This design comes from an exercise in tuning for small area, a short achievable clock period and few clock cycles on the open sky130 flow, not from production work. RTL that was checked went through simulation tests only; none was proved equivalent to the original.

the previous run:
Design prb_decomp, start of the top module:
module prb_decomp (
    input  wire        clk,
    input  wire        rst,           
    input  wire [3:0]  cfg_meth,      
    input  wire [3:0]  cfg_width,     
    input  wire [15:0] cfg_mc_scale,  
    input  wire        cfg_mc_csf,    
    input  wire        in_valid,
    output wire        in_ready,
    input  wire [7:0]  in_data,
    output reg         out_valid,
    input  wire        out_ready,
    output reg  [15:0] out_i,
    output reg  [15:0] out_q,
    output reg  [1:0]  out_sat,       
    output reg         out_bad,       
    output reg         out_last       
);
Size in the first run: roughly 1900 cells after synthesis, roughly 160 flip-flops, roughly 75 I/O pins, ~15000 sq um of cells after synthesis.
==> flow/config.mk <==
export PLATFORM = sky130hd
export DESIGN_NAME = prb_decomp
export DESIGN_NICKNAME = prb_decomp
export VERILOG_FILES = /design/flow/design.v
export SDC_FILE = /design/flow/constraint.sdc
export NUM_CORES = 4
export LEC_CHECK = 0
export ABC_AREA = 1
export CAP_MARGIN = 20
export CELL_PAD_IN_SITES_DETAIL_PLACEMENT = 0
export CELL_PAD_IN_SITES_GLOBAL_PLACEMENT = 0
export CORE_MARGIN = 2
export CORE_UTILIZATION = 55
export CTS_BUF_LIST = sky130_fd_sc_hd__clkbuf_4 sky130_fd_sc_hd__clkbuf_8
export CTS_CLUSTER_SIZE = 30
export PLACE_DENSITY = 0.65
export SLEW_MARGIN = 20
export SETUP_SLACK_MARGIN = 23
export BUFFER_PORTS_ARGS = -buffer_cell sky130_fd_sc_hd__buf_2
==> flow/constraint.sdc <==
create_clock -name core_clock -period 30.0 [get_ports {clk}]
set_input_delay 6.0000 -clock core_clock [delete_from_list [all_inputs] [get_ports {clk}]]
set_output_delay 6.0000 -clock core_clock [all_outputs]
set_load 0.01 [all_outputs]
standard.sh (not shown) runs the stock make flow with config.mk's settings and CLKGATE_MAP_FILE= SYNTH_SCRIPT=/design/flow/synth_recipe.tcl, a recipe that flattens the netlist after the stock synthesis.
==> flow/flow/run.sh <==
#!/bin/bash
set -euo pipefail
cat flow/extra.mk >> config.mk
bash standard.sh > standard_make.log 2>&1
==> flow/flow/extra.mk <==
export SETUP_SLACK_MARGIN = 23
export BUFFER_PORTS_ARGS = -buffer_cell sky130_fd_sc_hd__buf_2
Testbench counts of the previous run, summed over its fixed seeds: cycles 102,509.
The inputs of the current run differ from those of the previous run as listed below.
Settings: CORE_UTILIZATION: 55 -> 48; PLACE_DENSITY: 0.65 -> 0.6; CTS_CLUSTER_SIZE: 30 -> 20.
==> notes.md <==
Compared to the previous run, the current run shows a narrower setup margin.
The previous run has lower minimum hold slack than the current run.
Between the previous run and the current run, the portion of the clock cycle consumed by the worst path in the final layout does not differ in any meaningful way.
The current run vs. the previous run: placement-stage worst setup slack went down by 0.022 ns.
In the metrics for the current run and the previous run, the one carrying the lower signal arrival time at the worst endpoint is the previous run.
Compared with the previous run, the current run shows largest net degree at the start of global routing that has gone up by more than a quarter.
The current run packs its core looser than the previous run.
After detailed routing, the previous run needs less wire than the current run.
Floorplan core area for the current run is higher than for the previous run.

---

## run A
prb_decomp, a different RTL version from the one above (not shown whole).
Size in the first run: roughly 2100 cells after synthesis, ~160 flip-flops, ~15000 sq um of cells after synthesis.
==> flow/config.mk <==
export PLATFORM = sky130hd
export DESIGN_NAME = prb_decomp
export DESIGN_NICKNAME = prb_decomp
export VERILOG_FILES = /design/flow/design.v
export SDC_FILE = /design/flow/constraint.sdc
export NUM_CORES = 4
export LEC_CHECK = 0
export ABC_AREA = 1
export CAP_MARGIN = 20
export CELL_PAD_IN_SITES_DETAIL_PLACEMENT = 0
export CELL_PAD_IN_SITES_GLOBAL_PLACEMENT = 0
export CORE_MARGIN = 2
export CORE_UTILIZATION = 55
export CTS_BUF_LIST = sky130_fd_sc_hd__clkbuf_4 sky130_fd_sc_hd__clkbuf_8
export CTS_CLUSTER_SIZE = 30
export PLACE_DENSITY = 0.65
export SLEW_MARGIN = 20
export SETUP_SLACK_MARGIN = 23
==> flow/constraint.sdc <==
create_clock -name core_clock -period 30.0 [get_ports {clk}]
set_input_delay 6.0000 -clock core_clock [delete_from_list [all_inputs] [get_ports {clk}]]
set_output_delay 6.0000 -clock core_clock [all_outputs]
set_load 0.01 [all_outputs]
==> flow/flow/run.sh <==
#!/bin/bash
set -euo pipefail
margin=$(cat flow/margin.txt)
printf 'export SETUP_SLACK_MARGIN = %s\n' "$margin" >> config.mk
bash standard.sh > standard_make.log 2>&1
==> flow/flow/margin.txt <==
23
[inputs] run B vs run A
-- flow/config.mk --
<<< run A, line 10
export CELL_PAD_IN_SITES_DETAIL_PLACEMENT = 0
export CELL_PAD_IN_SITES_GLOBAL_PLACEMENT = 0
>>> run B, line 10
export CELL_PAD_IN_SITES_DETAIL_PLACEMENT = 1
export CELL_PAD_IN_SITES_GLOBAL_PLACEMENT = 2
<<< run A, line 13
export CORE_UTILIZATION = 55
export CTS_BUF_LIST = sky130_fd_sc_hd__clkbuf_4 sky130_fd_sc_hd__clkbuf_8
export CTS_CLUSTER_SIZE = 30
export PLACE_DENSITY = 0.65
>>> run B, line 13
export CORE_UTILIZATION = 30
export PLACE_DENSITY = 0.45
Findings:
As far as fraction of the mapped netlist area in compound gates goes, run A and run B are indistinguishable; the numbers are identical. Per the comparison of run B with run A, count of flip-flops and latches held steady; non-clock buffer count grew by 8.8%; routed wire length grew by about 30%. From run B to run A, synthesized area did not move at all. First-iteration DRC count of run B falls short of that of run A by more than a quarter. [diff] wire length of the first global-routing pass, run B relative to run A: regression. Run B vs run A, cell with the largest stage delay on the worst path: sky130_fd_sc_hd__edfxtp_1 vs sky130_fd_sc_hd__a311oi_1.
Here is what was changed in the inputs of run C compared with run B.
==> flow/flow/run.sh <==
#!/bin/bash
set -euo pipefail
cat flow/extra.mk >> config.mk
bash standard.sh > standard_make.log 2>&1
==> flow/flow/extra.mk (new file) <==
export SETUP_SLACK_MARGIN = 23
export BUFFER_PORTS_ARGS = -buffer_cell sky130_fd_sc_hd__buf_2
-- flow/config.mk --
<<< run B, line 10
export CELL_PAD_IN_SITES_DETAIL_PLACEMENT = 1
export CELL_PAD_IN_SITES_GLOBAL_PLACEMENT = 2
>>> run C, line 10
export CELL_PAD_IN_SITES_DETAIL_PLACEMENT = 0
export CELL_PAD_IN_SITES_GLOBAL_PLACEMENT = 0
<<< run B, line 13
export CORE_UTILIZATION = 30
export PLACE_DENSITY = 0.45
>>> run C, line 13
export CORE_UTILIZATION = 55
export CTS_BUF_LIST = sky130_fd_sc_hd__clkbuf_4 sky130_fd_sc_hd__clkbuf_8
export CTS_CLUSTER_SIZE = 30
export PLACE_DENSITY = 0.65
<<< run B, line 17
>>> run C, line 19
export BUFFER_PORTS_ARGS = -buffer_cell sky130_fd_sc_hd__buf_2
removed: flow/flow/margin.txt
==> notes.md <==
- Summary of run C over run B: width of the die fell about 26%; synthesis-to-finish area growth fell 6.5 points.
- Compared with run B, run C shows a lower die boundary height.
- Re total buffers and inverters traversed by the critical path: run C is 2 up on run B.
- Run B → run C: initial standard-cell utilization of the core shows an increase of 25 points, non-clock buffering overhead in the final layout went down by 1.7 points, setup slack after layout now smaller.
- For the timing-limited maximum frequency, run C came in about 0.8% lower than run B did.
Function was not checked in any run of this note: the RTL went through the layout flow alone.

---

Another version of the RTL of prb_decomp (not shown whole).
Size: ~2300 cells after synthesis, ~0.017 mm^2 of cells after synthesis.
clock: 30.0 ns
lec_check: 0
abc_area: 1
cap_margin: 20
cell_pad_in_sites_detail_placement: 1
cell_pad_in_sites_global_placement: 2
core_margin: 2
core_utilization: 30
place_density: 0.45
slew_margin: 20
setup_slack_margin: 23
==> flow/flow/run.sh <==
#!/bin/bash
set -euo pipefail
margin=$(cat flow/margin.txt)
printf 'export SETUP_SLACK_MARGIN = %s\n' "$margin" >> config.mk
bash standard.sh > standard_make.log 2>&1
==> flow/flow/margin.txt <==
23
The first run went through all stages and came out clean.
Testbench counts at the start, summed over its fixed seeds: cycles 102,509.
Rerun with:
==> flow/run.sh (new file) <==
#!/bin/bash
# synth_recipe.tcl (not shown) runs the flow's synth.tcl, then flattens the netlist and writes it again
# the make line also repeats each setting of config.mk as NAME=value (left out here)
make -C /OpenROAD-flow-scripts/flow DESIGN_CONFIG=/design/flow/config.mk WORK_HOME=/design/flow/orfs CLKGATE_MAP_FILE= SYNTH_SCRIPT=/design/flow/synth_recipe.tcl finish
- SETUP_SLACK_MARGIN: 23 -> not set
removed: flow/flow/run.sh
removed: flow/flow/margin.txt
removed: flow/standard.sh
Effect:
- setup slack degrades by 0.99 ns
- wire length went down by 3.6%
- sequential cell count is unchanged
- area after synthesis does not change
- non-clock buffer count went down by 18
Rerun with:
- ABC_AREA: 1 -> not set
The changed run completed with no timing, DRC or antenna violations. Count of clock-buffer cells in the layout stays the same. Worst hold slack improved by 0.0078 ns. Clock skew rose by 0.013 ns. Global-route usage fell by 0.12 points.

---

prb_decomp, a different RTL version from the one above (not shown whole).
Size in the first run: roughly 2200 cells after synthesis, about 160 flip-flops, about 75 I/O pins, about 16000 sq um of cells after synthesis.
clock: 30.0 ns
lec_check: 0
abc_area: 1
cap_margin: 20
cell_pad_in_sites_detail_placement: 1
cell_pad_in_sites_global_placement: 2
core_margin: 2
core_utilization: 50
place_density: 0.65
slew_margin: 20
setup_slack_margin: 23
==> flow/flow/run.sh <==
#!/bin/bash
set -euo pipefail
margin=$(cat flow/margin.txt)
printf 'export SETUP_SLACK_MARGIN = %s\n' "$margin" >> config.mk
bash standard.sh > standard_make.log 2>&1
==> flow/flow/margin.txt <==
23
The baseline never finished: it broke off in 3_3_place_gp with GPL-0301.
Testbench counts at the start, summed over its fixed seeds: cycles 102,509.
Then changed:
--- a/flow/config.mk
+++ b/flow/config.mk
@@ -13,2 +13,2 @@
-export CORE_UTILIZATION = 50
-export PLACE_DENSITY = 0.65
+export CORE_UTILIZATION = 30
+export PLACE_DENSITY = 0.45
After rerunning: This time the run passed the timing, design-rule and antenna checks; synthesized cell count is unchanged; area after synthesis does not change.

afterwards: timing with drivers on the ports:
How much do the figures lean on ideal ports? The routed layouts below were timed once more, with nothing changed but the port constraints.
Step 1 sets driving cells, clkbuf_16 on the clock port and buf_2 on the other inputs (assumed; they add their load-dependent delay and slew).
Step 2 moves the port delays by t, midway between the first and last clock arrival at a register: inputs arrive t later, outputs are due t later. That takes back most of the time a late clock gives input paths.
a / b / c = ideal ports / drivers / drivers and shift; a / b = the first two.
run	shift t [ns]	setup slack, ns	latest minus earliest clock arrival (ns)	worst slew at a driven data input, ns
the previous run	0.508	22.981 / 22.934 / 22.486	0.035 / 0.035	0.06
the current run	0.508	22.956 / 22.949 / 22.449	0.018 / 0.018	0.06
run A	0.489	22.937 / 22.899 / 22.467	0.021 / 0.022	0.05
run B	0.493	22.982 / 22.932 / 22.510	0.013 / 0.013	0.04
run C	0.494	22.928 / 22.887 / 22.434	0.012 / 0.012	0.05
the first run of note 3	0.497	22.946 / 22.917 / 22.467	0.012 / 0.013	0.04
the second run of note 3	0.490	21.954 / 21.983 / 21.493	0.015 / 0.015	0.03
the third run of note 3	0.546	22.281 / 22.319 / 21.774	0.028 / 0.027	0.04
the second run of note 4	0.488	22.993 / 22.943 / 22.550	0.012 / 0.012	0.05
After both steps setup and hold are still met in every run listed.
